Source: an optimization exercise on an open RTL-to-GDS flow (aim: small area, a short achievable clock period and few clock cycles). Production flows keep margins and buffers that such runs may drop. Function was checked by simulation only, so behaviour that the tests miss may differ from the original. Power and IR drop assume default switching activity.

<file path="design/flow/run.sh">
#!/bin/bash
# synth_recipe.tcl (not shown) runs the flow's synth.tcl, then flattens the netlist and writes it again
# the make line also repeats each setting of config.mk as NAME=value (left out here)
make -C /OpenROAD-flow-scripts/flow DESIGN_CONFIG=/design/flow/config.mk WORK_HOME=/design/flow/orfs CLKGATE_MAP_FILE= SYNTH_SCRIPT=/design/flow/synth_recipe.tcl finish
</file>
<file path="design/flow/config.mk">
export PLATFORM = sky130hd
export DESIGN_NAME = par_core
export DESIGN_NICKNAME = par_core
export VERILOG_FILES = /design/flow/design.v
export SDC_FILE = /design/flow/constraint.sdc
export NUM_CORES = 4
export LEC_CHECK = 0
export CAP_MARGIN = 20
export CORE_MARGIN = 2
export CORE_UTILIZATION = 30
export PLACE_DENSITY = 0.5
export SLEW_MARGIN = 20
</file>
<file path="design/flow/constraint.sdc">
create_clock -name core_clock -period 10.0 [get_ports {clk}]
set_input_delay 2.0000 -clock core_clock [delete_from_list [all_inputs] [get_ports {clk}]]
set_output_delay 2.0000 -clock core_clock [all_outputs]
set_load 0.01 [all_outputs]
</file>
<file path="design/flow/design.v">
module gf_pow8 (
    input  wire [7:0]  c,
    output wire [63:0] cg
);
    assign cg[7:0] = c;
    genvar i;
    generate
        for (i = 1; i < 8; i = i + 1) begin : g_cg
            assign cg[8*i +: 8] = {cg[8*i-2 -: 7], 1'b0} ^ (cg[8*i-1] ? 8'h1d : 8'h00);
        end
    endgenerate
endmodule
module gf_mul8 (
    input  wire [63:0] cg,
    input  wire [63:0] d,
    output wire [63:0] r
);
    genvar j, b;
    generate
        for (j = 0; j < 8; j = j + 1) begin : g_lane
            for (b = 0; b < 8; b = b + 1) begin : g_bit
                assign r[8*j+b] = ^{cg[56+b] & d[8*j+7], cg[48+b] & d[8*j+6],
                                    cg[40+b] & d[8*j+5], cg[32+b] & d[8*j+4],
                                    cg[24+b] & d[8*j+3], cg[16+b] & d[8*j+2],
                                    cg[8+b]  & d[8*j+1], cg[b]    & d[8*j+0]};
            end
        end
    endgenerate
endmodule
module gf_exp5 (input wire [4:0] i, output wire [7:0] o);
    localparam [31:0] T0 = 32'h03a47101;
    localparam [31:0] T1 = 32'h0748e202;
    localparam [31:0] T2 = 32'h0d35b504;
    localparam [31:0] T3 = 32'h19cf1b08;
    localparam [31:0] T4 = 32'h303a4710;
    localparam [31:0] T5 = 32'h60748e20;
    localparam [31:0] T6 = 32'hc0e91c40;
    localparam [31:0] T7 = 32'h81d23880;
    assign o[0] = T0[i];
    assign o[1] = T1[i];
    assign o[2] = T2[i];
    assign o[3] = T3[i];
    assign o[4] = T4[i];
    assign o[5] = T5[i];
    assign o[6] = T6[i];
    assign o[7] = T7[i];
endmodule
module gf_nexp5 (input wire [4:0] i, output wire [7:0] o);
    localparam [31:0] T0 = 32'h09fe178d;
    localparam [31:0] T1 = 32'h84ff0bc6;
    localparam [31:0] T2 = 32'h4b81926e;
    localparam [31:0] T3 = 32'h2c3edeba;
    localparam [31:0] T4 = 32'h9fe178d0;
    localparam [31:0] T5 = 32'h4ff0bc68;
    localparam [31:0] T6 = 32'h27f85e34;
    localparam [31:0] T7 = 32'h13fc2f1a;
    assign o[0] = T0[i];
    assign o[1] = T1[i];
    assign o[2] = T2[i];
    assign o[3] = T3[i];
    assign o[4] = T4[i];
    assign o[5] = T5[i];
    assign o[6] = T6[i];
    assign o[7] = T7[i];
endmodule
module gf_tinv5 (input wire [4:0] i, output wire [7:0] o);
    localparam [31:0] T0 = 32'he029166c;
    localparam [31:0] T1 = 32'h5f9d8454;
    localparam [31:0] T2 = 32'h524738ee;
    localparam [31:0] T3 = 32'hbe228668;
    localparam [31:0] T4 = 32'hd4d20cda;
    localparam [31:0] T5 = 32'h0c7d2f36;
    localparam [31:0] T6 = 32'hd0bb6cf2;
    localparam [31:0] T7 = 32'h3ef2f72e;
    assign o[0] = T0[i];
    assign o[1] = T1[i];
    assign o[2] = T2[i];
    assign o[3] = T3[i];
    assign o[4] = T4[i];
    assign o[5] = T5[i];
    assign o[6] = T6[i];
    assign o[7] = T7[i];
endmodule
module par_core (
    input  wire         clk,
    input  wire         rst,
    input  wire         cmd_valid,
    output wire         cmd_ready,
    input  wire [7:0]   cmd_op,
    input  wire [7:0]   cmd_k,
    input  wire [7:0]   cmd_e1,
    input  wire [7:0]   cmd_e2,
    input  wire [15:0]  cmd_ncols,
    input  wire         in_valid,
    output wire         in_ready,
    input  wire [63:0] in_data,
    output wire         out_valid,
    input  wire         out_ready,
    output wire [63:0] out_data,
    output wire         done,
    output wire [1:0]   done_status,
    output wire [1:0]   done_result
);
    localparam SRC_S0 = 2'd0;
    localparam SRC_S1 = 2'd1;
    localparam SRC_X  = 2'd2;    
    function [7:0] gf2;          
        input [7:0] x;
        begin
            gf2 = {x[6:0], 1'b0} ^ (x[7] ? 8'h1d : 8'h00);
        end
    endfunction
    reg         jv;           
    reg         jd;           
    reg         crdy;
    reg [1:0]   a_op;
    reg [4:0]   a_k, a_e1, a_e2;
    reg         j_opbad, j_kbad, j_ncbad, j_e1ff, j_e2ff, j_e1hi, j_e2hi;
    reg [12:0]  j_nc;         
    assign cmd_ready = crdy;
    always @(posedge clk) begin
        if (!jv) begin
            a_op    <= cmd_op[1:0];
            a_k     <= cmd_k[4:0];
            a_e1    <= cmd_e1[4:0];
            a_e2    <= cmd_e2[4:0];
            j_opbad <= (cmd_op > 8'd3);
            j_kbad  <= (cmd_k == 8'd0) || (cmd_k > 8'd30);
            j_ncbad <= (cmd_ncols == 16'd0) || (cmd_ncols > 16'd8192);
            j_e1ff  <= (cmd_e1 == 8'hff);
            j_e2ff  <= (cmd_e2 == 8'hff);
            j_e1hi  <= (cmd_e1[7:5] != 3'd0);
            j_e2hi  <= (cmd_e2[7:5] != 3'd0);
        end
    end
    wire       a_e2n = j_e2ff;
    wire       a_rec = (a_op == 2'd2);
    wire [4:0] kp1   = a_k + 5'd1;
    wire [4:0] km1   = a_k - 5'd1;
    wire       rec_ok = !j_e1ff && !j_e1hi && (a_e1 <= kp1) &&
                        (j_e2ff || (!j_e2hi && (a_e2 <= kp1) && (a_e1 != a_e2)));
    wire q_bad = j_opbad || j_kbad || j_ncbad ||
                 (a_rec ? !rec_ok : !(j_e1ff && j_e2ff));
    wire       q_d1  = a_rec && (a_e1 < a_k);
    wire       q_d2  = a_rec && !a_e2n && (a_e2 < a_k);
    wire       q_pe  = a_rec && ((a_e1 == a_k) || (!a_e2n && a_e2 == a_k));
    wire       q_qe  = a_rec && ((a_e1 == kp1) || (!a_e2n && a_e2 == kp1));
    wire       e1lt  = (a_e1 < a_e2);
    wire [4:0] q_x   = (q_d1 && (!q_d2 || e1lt)) ? a_e1 : a_e2;
    wire [4:0] q_dxy = e1lt ? (a_e2 - a_e1) : (a_e1 - a_e2);
    wire       q_xy  = q_d1 && q_d2;
    wire       q_x1  = q_d1 ^ q_d2;
    wire       q_xp  = q_x1 && q_pe;
    wire       q_xq  = q_x1 && q_qe;
    wire [4:0] q_lm = (a_op[1] == 1'b0) ? km1 :
                      !q_qe ? kp1 : q_pe ? km1 : a_k;
    wire       q_single = (a_k == 5'd1) && ((a_op[1] == 1'b0) || (a_rec && !a_e2n));
    wire       rd0 = !a_rec || ((a_e1 != 5'd0) && (a_e2n || a_e2 != 5'd0));
    wire       rd1 = !a_rec || ((a_e1 != 5'd1) && (a_e2n || a_e2 != 5'd1));
    wire [4:0] a_fm = rd0 ? 5'd0 : rd1 ? 5'd1 : 5'd2;
    wire       e1_d = (a_e1 < a_k);
    wire       e1_p = (a_e1 == a_k);
    wire [1:0] q_nout = (a_op == 2'd0) ? 2'd2 : (a_op == 2'd1) ? 2'd1 :
                        (a_op == 2'd3) ? 2'd0 : (a_e2n ? 2'd1 : 2'd2);
    reg         a_bad;
    reg [4:0]   a_lm;
    reg [1:0]   a_nout, a_w1, a_w2;
    reg [4:0]   a_x, a_dxy;
    reg         f_xy, f_xp, f_xq, f_x1, f_e1lt, f_e1d, f_e1p;
    reg [7:0]   b, k0;        
    reg [7:0]   sm_a;         
    reg [3:0]   sm_n;         
    wire [7:0] t_gx, t_gnx, t_inv;
    gf_exp5  u_gx  (.i(a_x),   .o(t_gx));
    gf_nexp5 u_gnx (.i(a_x),   .o(t_gnx));
    gf_tinv5 u_ti  (.i(a_dxy), .o(t_inv));
    reg  [1:0] s_w1, s_w2;
    always @(*) begin
        if (f_xy) begin
            s_w1 = f_e1lt ? SRC_X : SRC_S1;
            s_w2 = f_e1lt ? SRC_S1 : SRC_X;
        end else if (f_xp) begin
            s_w1 = f_e1d ? SRC_S1 : SRC_X;
            s_w2 = f_e1d ? SRC_X : SRC_S1;
        end else if (f_x1) begin
            s_w1 = f_e1d ? SRC_S0 : SRC_S1;
            s_w2 = f_e1d ? SRC_S1 : SRC_S0;
        end else begin
            s_w1 = f_e1p ? SRC_S0 : SRC_S1;
            s_w2 = f_e1p ? SRC_S1 : SRC_S0;
        end
    end
    reg         a_valid;      
    reg         a_setup;      
    reg         a_start;      
    reg [4:0]   m;            
    reg [7:0]   h;            
    reg         in_rdy;
    reg         r_busy;       
    assign in_ready = in_rdy;
    wire fire = in_valid && in_rdy;
    function a_rd;
        input [4:0] mm;
        begin
            a_rd = !a_rec || ((mm != a_e1) && (a_e2n || mm != a_e2));
        end
    endfunction
    wire       rdm1 = a_rd(m + 5'd1);
    wire       rdm2 = a_rd(m + 5'd2);
    wire [4:0] next_m = rdm1 ? (m + 5'd1) : rdm2 ? (m + 5'd2) : (m + 5'd3);
    wire [7:0] h1 = gf2(h);
    wire [7:0] h2 = gf2(h1);
    wire [7:0] next_h = rdm1 ? h1 : rdm2 ? h2 : gf2(h2);
    wire [7:0] b1 = gf2(b);
    wire [7:0] h_fm = rd0 ? b : rd1 ? b1 : gf2(b1);
    wire colend   = (m == a_lm);
    wire lastcol  = (j_nc == 13'd0);
    wire lastword = colend && lastcol;
    wire is_data = (m < a_k);
    wire is_p    = (m == a_k);
    wire [7:0] coef = is_data ? (h ^ k0) : is_p ? k0 : b;
    wire [63:0] coef_cg;
    gf_pow8 u_cg (.c(coef), .cg(coef_cg));
    reg  dv, t_v;             
    wire r_release;           
    wire r_keep = r_busy && !r_release;
    wire decode   = jv && !jd;
    wire bad_take = jd && a_bad && !r_busy && !dv && !t_v;
    wire free_f   = lastword;
    wire go_dec   = decode && !q_bad && !a_rec;         
    wire go_rec   = a_start;                             
    wire rdy_nf = (go_dec || go_rec) ? !(q_single && r_keep) :
                  (a_valid && !(colend && r_keep));
    wire ce_f   = colend ? (a_fm == a_lm) : (next_m == a_lm);
    wire rdy_f  = !lastword && !(ce_f && (r_keep || colend));
    always @(posedge clk) begin
        if (rst) begin
            jv      <= 1'b0;
            jd      <= 1'b0;
            crdy    <= 1'b1;
            a_valid <= 1'b0;
            a_setup <= 1'b0;
            a_start <= 1'b0;
            sm_n    <= 4'd0;
            in_rdy  <= 1'b0;
            r_busy  <= 1'b0;
        end else begin
            if (!jv) begin
                jv   <= cmd_valid;
                crdy <= !cmd_valid;
            end else if (bad_take || (fire && free_f)) begin
                jv   <= 1'b0;
                crdy <= 1'b1;
            end
            jd      <= jv && !(bad_take || (fire && free_f));
            if (go_dec || go_rec)
                a_valid <= 1'b1;
            else if (fire && lastword)
                a_valid <= 1'b0;
            a_setup <= decode && !q_bad && a_rec;
            a_start <= (a_setup && !f_xy) || (sm_n == 4'd1);
            if (a_setup)
                sm_n <= f_xy ? 4'd8 : 4'd0;
            else if (sm_n != 4'd0)
                sm_n <= sm_n - 4'd1;
            in_rdy  <= fire ? rdy_f : rdy_nf;
            r_busy  <= r_keep || (fire && colend && (a_nout != 2'd0));
        end
        if (!jv)
            j_nc <= cmd_ncols[12:0];
        else if (decode || (fire && colend))
            j_nc <= j_nc - 13'd1;
        if (decode) begin
            a_bad  <= q_bad;
            a_lm   <= q_lm;
            a_nout <= q_nout;
            a_w1   <= SRC_S0;
            a_w2   <= SRC_S1;
            a_x    <= q_x;
            a_dxy  <= q_dxy;
            f_xy   <= q_xy;
            f_xp   <= q_xp;
            f_xq   <= q_xq;
            f_x1   <= q_x1;
            f_e1lt <= e1lt;
            f_e1d  <= e1_d;
            f_e1p  <= e1_p;
            b      <= 8'h01;
            k0     <= 8'h00;
        end else if (a_setup) begin
            a_w1   <= s_w1;
            a_w2   <= s_w2;
            b      <= f_xp ? t_gnx : f_xy ? 8'h00 : 8'h01;
            k0     <= f_xq ? t_gx : f_xy ? t_inv : 8'h00;
            sm_a   <= t_gnx;
        end else if (sm_n != 4'd0) begin
            b      <= gf2(b) ^ (sm_a[7] ? k0 : 8'h00);
            sm_a   <= {sm_a[6:0], 1'b0};
        end
        if (decode)
            m <= a_fm;
        else if (fire)
            m <= colend ? a_fm : next_m;
        if (decode)
            h <= 8'h01;                  
        else if (go_rec || (fire && colend))
            h <= h_fm;
        else if (fire)
            h <= next_h;
    end
    reg [63:0]  D;
    reg [63:0]  d_cg;         
    reg         d_s0, d_first, d_last, d_chk, d_lastcol;
    reg [1:0]   d_nout, d_w1, d_w2;
    reg         s_first;      
    always @(posedge clk) begin
        if (rst)
            dv <= 1'b0;
        else
            dv <= fire;
        D         <= in_data;
        d_cg      <= coef_cg;
        d_s0      <= is_data || is_p;
        d_first   <= s_first;
        d_last    <= colend;
        d_chk     <= (a_op == 2'd3);
        d_lastcol <= lastcol;
        d_nout    <= a_nout;
        d_w1      <= a_w1;
        d_w2      <= a_w2;
        if (decode || go_rec || fire)
            s_first <= decode || go_rec || colend;
    end
    reg [63:0]  S0, S1;
    wire [63:0] M;
    gf_mul8 u_mul (.cg(d_cg), .d(D), .r(M));
    always @(posedge clk) begin
        if (dv) begin
            S0 <= (d_first ? 64'd0 : S0) ^ (d_s0 ? D : 64'd0);
            S1 <= (d_first ? 64'd0 : S1) ^ M;
        end
    end
    reg         t_chk, t_lastcol;
    reg [1:0]   t_nout, t_w1, t_w2;
    always @(posedge clk) begin
        if (rst)
            t_v <= 1'b0;
        else
            t_v <= dv && d_last;
        t_chk     <= d_chk;
        t_lastcol <= d_lastcol;
        t_nout    <= d_nout;
        t_w1      <= d_w1;
        t_w2      <= d_w2;
    end
    reg [63:0]  O, R1;
    reg [1:0]   r_nout;
    reg         r_lastcol;
    reg         ov;
    reg [1:0]   mism;
    reg         done_r;
    reg [1:0]   dst_r, dres_r;
    wire [63:0] SX = S0 ^ S1;
    function [63:0] src;
        input [1:0] s;
        begin
            src = (s == SRC_S0) ? S0 : (s == SRC_S1) ? S1 : SX;
        end
    endfunction
    wire ofire = ov && out_ready;
    wire load  = t_v && (t_nout != 2'd0);
    wire chk_now = t_v && t_chk;
    assign r_release = ofire && (r_nout == 2'd1);
    wire [1:0] mism_n = mism | {(|S1), (|S0)};
    wire [1:0] rn_n = load ? t_nout : ofire ? (r_nout - 2'd1) : r_nout;
    always @(posedge clk) begin
        if (rst) begin
            ov     <= 1'b0;
            r_nout <= 2'd0;
            mism   <= 2'b00;
            done_r <= 1'b0;
        end else begin
            r_nout <= rn_n;
            ov     <= (rn_n != 2'd0);
            done_r <= (r_release && r_lastcol) || (chk_now && t_lastcol) || bad_take;
            if (chk_now)
                mism <= t_lastcol ? 2'b00 : mism_n;
        end
        if (load) begin
            O         <= src(t_w1);
            R1        <= src(t_w2);
            r_lastcol <= t_lastcol;
        end else if (ofire) begin
            O         <= R1;
        end
        if (bad_take) begin
            dst_r  <= 2'd2;
            dres_r <= 2'b00;
        end else if (chk_now) begin
            dst_r  <= (mism_n != 2'b00) ? 2'd1 : 2'd0;
            dres_r <= mism_n;
        end else begin
            dst_r  <= 2'd0;
            dres_r <= 2'b00;
        end
    end
    assign out_valid   = ov;
    assign out_data    = O;
    assign done        = done_r;
    assign done_status = dst_r;
    assign done_result = dres_r;
endmodule
</file>
==> results.sh, run 1 <==
export IMPL_synth_edf_count=333
export IMPL_rsz0062_at_grt="false"
export IMPL_yosysTopAreaCell="edfxtp_1"
export IMPL_final_hold_viol_count=0
export IMPL_num_vias=25480
export IMPL_setup_violations_final=0
export IMPL_gp_congestion=0.8289
export IMPL_path_cells="clkdlybuf4s50_1"
export IMPL_stdcell_count=5099
export IMPL_setup_worst_path_end_class="output port"
export IMPL_min_period_ns=3.694
export IMPL_drc=0
export IMPL_grt_pass1_vias=24110
export IMPL_antenna_found_initial=3
export IMPL_tns_ns=0
export IMPL_via_per_inst=4.998
export IMPL_cp_start_kind="flop"
export IMPL_fin_crit_sh_pct=36.94
export IMPL_overflow=0
export IMPL_die_y_um=331.9
export IMPL_port_buffers=188
export IMPL_cp_max_fo=5
export IMPL_grt_pass1_wl_um=154500
export IMPL_skew_ns=0.02551
export IMPL_drive_gt1_share_pct=5.141
export IMPL_synth_distinct_cells=74
export IMPL_insertion_delay_ns=0.62
export IMPL_cts_tree="yes"
export IMPL_start_util_pct=30.17
export IMPL_path_class="reg2out"
export IMPL_diodes=0
export IMPL_ant_nets=0
export IMPL_syn_area_um2=32260
export IMPL_slowest_delay_ns=0.63
export IMPL_report_final_slew_viol_count=0
export IMPL_clock_sinks=497
export IMPL_synth_top_area_share_pct=31.00
export IMPL_netSwitchingFraction_pct=36.77
export IMPL_fin_nets=3826
export IMPL_crit_arrival_ns=1.69
export IMPL_dieWidth_um=331.9
export IMPL_netlist_instances=3626
export IMPL_cts_root_buf="clkbuf_16"
export IMPL_power_density_nw_per_um2=267.3
export IMPL_dp_hpwl_um=64970
export IMPL_slew_limit_headroom_pct=24.16
export IMPL_area_growth_pct=16.25
export IMPL_status="finished clean"
export IMPL_hold_path_class="reg2reg"
export IMPL_max_vdd_ir_drop_mv=0.1452
export IMPL_cts_max_level=3
export IMPL_pin_count=189
export IMPL_synthTopCellsByArea="edfxtp_1 31%, xnor2_1 16%, dfxtp_1 10%"
export IMPL_core_area_um2=106900
export IMPL_post_cts_buffers=0
export IMPL_synth_most_common_cell="nand2_1"
export IMPL_ys_ff_latch=497
export IMPL_combPwrFrac_pct=40.9
export IMPL_drv_cap=0
export IMPL_dieArea_um2=110200
export IMPL_drt_iter0_drc=1972
export IMPL_final_util_pct=35.07
export IMPL_numCtsBuffers=67
export IMPL_regArea_um2=13310
export IMPL_multi_input_area_um2=17720
export IMPL_cp_buffers_inverters=1
export IMPL_p_clk_share_pct=25.3
export IMPL_switching_power_mw=3.685
export IMPL_drtPass1Iterations=5
export IMPL_grt_max_degree=122
export IMPL_num_rows=120
export IMPL_p_int_mw=6.339
export IMPL_whs_ns=0.3185
export IMPL_ys_async_sr_fraction_pct=0
export IMPL_synth_top_flop_cell="edfxtp_1"
export IMPL_dp_cells=4976
export IMPL_critPathRequiredTime_ns=8.00
export IMPL_critical_path_slowest_cell="clkdlybuf4s50_1"
export IMPL_clk_path_buf_depth=3
export IMPL_ys_top_cells_by_count="760 x nand2_1, 577 x xnor2_1, 333 x edfxtp_1"
export IMPL_syn_nets=3809
export IMPL_ys_warn_count=1
export IMPL_fin_ws_ns=6.306
export IMPL_wl_um=101600
export IMPL_grt_use_total_pct=18.11
export IMPL_post_cts_resize_count=0
export IMPL_power_frac_seq_pct=33.7
export IMPL_tightest_slew_ns=1.136
export IMPL_avgSynthCellArea_um2=8.896
export IMPL_clk_pin_slew_worst_paths_ns=0.05
export IMPL_yosysSeqAreaShare_pct=41.18
export IMPL_fmax_mhz=270.7
export IMPL_dpl_worst_slack_ns=5.852
export IMPL_wl_per_cell_um=19.93
export IMPL_p_leak_nw=12.98
export IMPL_ctsHoldBuffers=0
export IMPL_fillCellCount=10910
export IMPL_crit_family="buffers and inverters"
## worst reg2reg max path, stage by stage, from the launching register on
cell and delay (ns):
edfxtp_1 0.58, inv_1 0.15, ha_1 0.40, xnor2_1 0.16, nor4b_1 0.40, a32oi_2 0.35, nand2b_1 0.37, o31a_1 0.31
a31oi_1 0.22, xor2_1 0.11, nor4_1 0.35, a31oi_1 0.12
## path summary, 6_finish.rpt
kind | slack [ns] | end | start | cells after the start
min reg2reg | 0.32 | t_w2[0] | d_w2[0] | 0
min | 0.32 | t_w2[0] | d_w2[0] | 0
max reg2reg | 6.37 | in_rdy | m[1] | 11
max | 6.31 | out_valid | ov | 1
## metrics by stage
step | total power [mW] | area, µm²
2_1_floorplan | 6.547 | 32260
3_3_place_gp | 7.468 | 35160
3_5_place_dp | 7.514 | 35160
4_1_cts | 10.09 | 37480
5_1_grt | 10.61 | 37500
6_report | 10.02 | 37500
## power by group through the flow
stage / Sequential (mW) / Clock (mW) / Combinational, mW
floorplan: 2.90 / 0 / 3.65
global placement: 3.42 / 0 / 4.05
detailed placement: 3.41 / 0 / 4.11
CTS: 3.37 / 2.60 / 4.12
global route: 3.41 / 2.68 / 4.52
finish: 3.38 / 2.54 / 4.10
## final cells by class
type / instances / share of cell area (%)
Clock inverter: 29 / 0.8876
Multi-Input combinational cell: 2793 / 47.27
Inverter: 63 / 0.6307
Sequential cell: 497 / 35.49
Timing Repair Buffer: 221 / 5.733
Clock buffer: 93 / 5.306
Tap cell: 1403 / 4.682
## logic make-up after synthesis
family	count (synthesis)	synth area share (%)
adders and majority gates	69	2.700
and+or+nand+nor	1369	18.92
AOI/OAI and AO/OA	634	12.98
muxes	33	1.137
xor gates and xnor gates	688	19.13
buffers and inverters	336	3.957
DFF	497	41.18
## metal layers
layer	vias up	global-route usage [%]	routed length, µm
met4	2	6.412	3322
met2	687	29.72	47570
met1	12200	24.08	45320
met5	-	0	12
met3	158	2.919	5419
li1	12440	-	-
## placed cells by master (no fill, tap or decap), types with 11 or more instances in the layout
cell type,n
a211oi_1,84
a21oi_1,141
a311oi_1,69
a31oi_1,15
buf_4,31
clkbuf_16,71
clkbuf_8,13
clkdlybuf4s50_1,188
clkinv_2,11
dfxtp_1,154
edfxtp_1,333
ha_1,64
inv_1,61
mux2i_1,22
nand2_1,759
nand2b_1,76
nand3_1,88
nand4_1,15
nor2_1,179
nor2b_1,139
nor3_1,23
nor4_1,44
o211ai_1,18
o21ai_0,163
o31ai_1,67
or3_1,11
xnor2_1,577
xor2_1,98
## sequential cells by signal, summed over array words and instances (netlist names), 4 cells and up
name,count
S0,64
m,5
k0,8
a_x,5
a_dxy,5
a_lm,5
sm_a,8
d_cg,29
a_e1,5
sm_n,4
S1,64
a_k,5
b,8
j_nc,13
D,64
a_e2,5
O,64
R1,64
h,8
Testbench counts, summed over its fixed seeds: cycles 116,849.
==> inputs of run 2 (changes only) <==
--- a/design/flow/config.mk
+++ b/design/flow/config.mk
@@ -7,6 +7,6 @@
 export LEC_CHECK = 0
 export CAP_MARGIN = 20
 export CORE_MARGIN = 2
-export CORE_UTILIZATION = 30
-export PLACE_DENSITY = 0.5
+export CORE_UTILIZATION = 50
+export PLACE_DENSITY = 0.7
 export SLEW_MARGIN = 20
==> run 2 against run 1 <==
Largest power group unchanged. Sequential power is essentially flat. Critical path type unchanged. Largest cell class unchanged. Cell count down 11%. Worst setup slack better by 0.075 ns. Design area shrank 2.8%. Die area shrank 40%. Wire length is 13% lower. Clock skew increased by 0.015 ns. Utilization up 22 points. Maximum frequency rose by 2.1%.
==> results.sh, run 2 <==
export IMPL_syn_area_um2=32260
export IMPL_area_growth_pct=13.01
export IMPL_drtPass1Iterations=6
export IMPL_grt_max_degree=77
export IMPL_via_per_inst=5.708
export IMPL_crit_family="buffers and inverters"
export IMPL_yosysSeqAreaShare_pct=41.18
export IMPL_fin_ws_ns=6.381
export IMPL_num_rows=93
export IMPL_start_util_pct=50.31
export IMPL_report_final_slew_viol_count=0
export IMPL_ys_async_sr_fraction_pct=0
export IMPL_tns_ns=0
export IMPL_drive_gt1_share_pct=4.656
export IMPL_core_area_um2=64120
export IMPL_netlist_instances=3626
export IMPL_path_cells="clkdlybuf4s50_1"
export IMPL_dp_cells=4422
export IMPL_pin_count=189
export IMPL_placed_cell_area_um2=34410
export IMPL_dieArea_um2=66560
export IMPL_dp_hpwl_um=57000
export IMPL_path_class="reg2out"
export IMPL_ys_top_cells_by_count="760 x nand2_1, 577 x xnor2_1, 333 x edfxtp_1"
export IMPL_overflow=0
export IMPL_slowest_delay_ns=0.58
export IMPL_dieWidth_um=258.0
export IMPL_post_cts_resize_count=0
export IMPL_p_leak_nw=12.82
export IMPL_slew_limit_headroom_pct=28.10
export IMPL_avgSynthCellArea_um2=8.896
export IMPL_fin_nets=3808
export IMPL_grt_pass1_wl_um=139000
export IMPL_grt_use_total_pct=26.22
export IMPL_fin_crit_sh_pct=36.19
export IMPL_synthTopCellsByArea="edfxtp_1 31%, xnor2_1 16%, dfxtp_1 10%"
export IMPL_final_hold_viol_count=0
export IMPL_cp_buffers_inverters=1
export IMPL_cts_root_buf="clkbuf_16"
export IMPL_layout_commonest_cell="nand2_1"
export IMPL_critical_path_slowest_cell="clkdlybuf4s50_1"
export IMPL_hold_path_class="reg2reg"
export IMPL_synth_most_common_cell="nand2_1"
export IMPL_dpl_worst_slack_ns=5.948
export IMPL_synth_top_area_share_pct=31.00
export IMPL_ys_ff_latch=497
export IMPL_die_y_um=258.0
export IMPL_num_vias=25840
export IMPL_crit_arrival_ns=1.62
export IMPL_clock_sinks=497
export IMPL_power_density_nw_per_um2=264.3
export IMPL_cp_start_kind="flop"
export IMPL_rsz0062_at_grt="false"
export IMPL_syn_nets=3809
export IMPL_tightest_slew_ns=1.079
export IMPL_drt_iter0_drc=2263
export IMPL_setup_violations_final=0
export IMPL_fmax_mhz=276.3
export IMPL_stdcell_count=4528
export IMPL_cp_max_fo=5
export IMPL_p_total_mw=9.635
export IMPL_skew_ns=0.04016
export IMPL_max_vdd_ir_drop_mv=0.1826
export IMPL_drv_cap=0
export IMPL_final_cell_area_um2=36450
export IMPL_clk_pin_slew_worst_paths_ns=0.06
export IMPL_synth_top_flop_cell="edfxtp_1"
export IMPL_setup_worst_path_end_class="output port"
export IMPL_ys_warn_count=1
export IMPL_synth_distinct_cells=74
export IMPL_cts_tree="yes"
export IMPL_cts_max_level=2
export IMPL_ctsHoldBuffers=0
export IMPL_numCtsBuffers=56
export IMPL_antenna_found_initial=1
export IMPL_wl_um=88650
export IMPL_yosysTopAreaCell="edfxtp_1"
export IMPL_port_buffers=188
export IMPL_gp_congestion=0.8876
export IMPL_insertion_delay_ns=0.64
export IMPL_synth_edf_count=333
export IMPL_diodes=0
export IMPL_final_cell_mix="759 x nand2_1, 577 x xnor2_1, 333 x edfxtp_1"
export IMPL_post_cts_buffers=0
export IMPL_min_period_ns=3.619
export IMPL_wl_per_cell_um=19.58
export IMPL_grt_pass1_vias=24580
export IMPL_status="finished clean"
export IMPL_clk_path_buf_depth=3
export IMPL_ant_nets=0
export IMPL_critPathRequiredTime_ns=8.00
export IMPL_drc=0
export IMPL_fillCellCount=5563
## run 2: kinds of logic (layout without fill, tap and decap cells)
family                   count (synthesis)  in the layout  share of synthesized area [%]
AND/OR/NAND/NOR                       1369           1369                          18.92
multiplexers                            33             33                          1.137
AO/OA/AOI/OAI                          634            634                          12.98
XOR/XNOR                               688            688                          19.13
adder cells (fa/ha/maj)                 69             69                          2.700
buffers and inverters                  336            383                          3.957
flip-flops                             497            497                          41.18
## run 2: per-stage QoR
stage                     util [%]  hold WS [ns]
after global placement       53.67        0.3108
after global routing         56.85        0.3293
after CTS                    56.85        0.3243
final                        56.85        0.3238
after detailed placement     53.67        0.3121
after floorplan                  -        0.3096
## run 2: per-layer routing
| metal | routed length (µm) | track usage (%) | share of wire (%) |
|---|---|---|---|
| met2 | 43380 | 45.13 | 49 |
| met4 | 3329 | 10.69 | 3.8 |
| met1 | 35190 | 33.26 | 40 |
| met5 | 15 | 0 | 0.017 |
| met3 | 6734 | 3.504 | 7.6 |
## run 2: final cells by class
type	instances	area (µm²)	area share, %
clock buffers	87	1876	5.145
flip-flops and latches	497	13310	36.50
repair buffers	214	2077	5.698
multi-input cells	2793	17720	48.61
well taps	855	1070	2.935
inverters	63	236.5	0.6487
clock inverters	19	166.4	0.4565
## run 2: final timing paths
kind / to / cells past startpoint / from / slack, ns
max: out_valid / 1 / ov / 6.38
min: t_w2[1] / 0 / d_w2[1] / 0.32
max reg2reg: in_rdy / 11 / m[1] / 6.41
min reg2reg: t_w2[1] / 0 / d_w2[1] / 0.32
## run 2: report_power, final
| group | leakage [nW] | switching (mW) | internal, mW |
|---|---|---|---|
| combinational | 7.37 | 1.98 | 2.06 |
| clock | 1.02 | 0.893 | 1.33 |
| sequential | 4.42 | 0.676 | 2.70 |
| total | 12.8 | 3.55 | 6.09 |

-- afterwards: timing with drivers on the ports --
The results above use ideal ports. As a check the final layouts listed here were re-extracted and re-timed, cells and wires unchanged. Step 1 sets driving cells, clkbuf_16 on the clock port and buf_2 on the other inputs (assumed; they add their load-dependent delay and slew). Step 2 times the ports against the registers' clock, not the clock port: input delays grow and output delays shrink by t, the midpoint of the rising clock arrivals with the driver on. a / b / c = ideal / step 1 / step 2; a / b = the first two.
run | t, ns | setup slack, ns | worst hold slack (ns) | worst setup path after step 2 | clock arrival spread, ns
run 1 | 0.679 | 6.306 / 6.237 / 5.854 | 0.319 / 0.319 / 0.319 | input to register | 0.027 / 0.026
run 2 | 0.688 | 6.381 / 6.314 / 5.879 | 0.324 / 0.324 / 0.324 | input to register | 0.041 / 0.042
After both steps setup and hold are still met in every run listed. For run 2, which loses most, drivers alone change the setup slack by -0.067 ns; drivers and shift together by -0.502 ns.
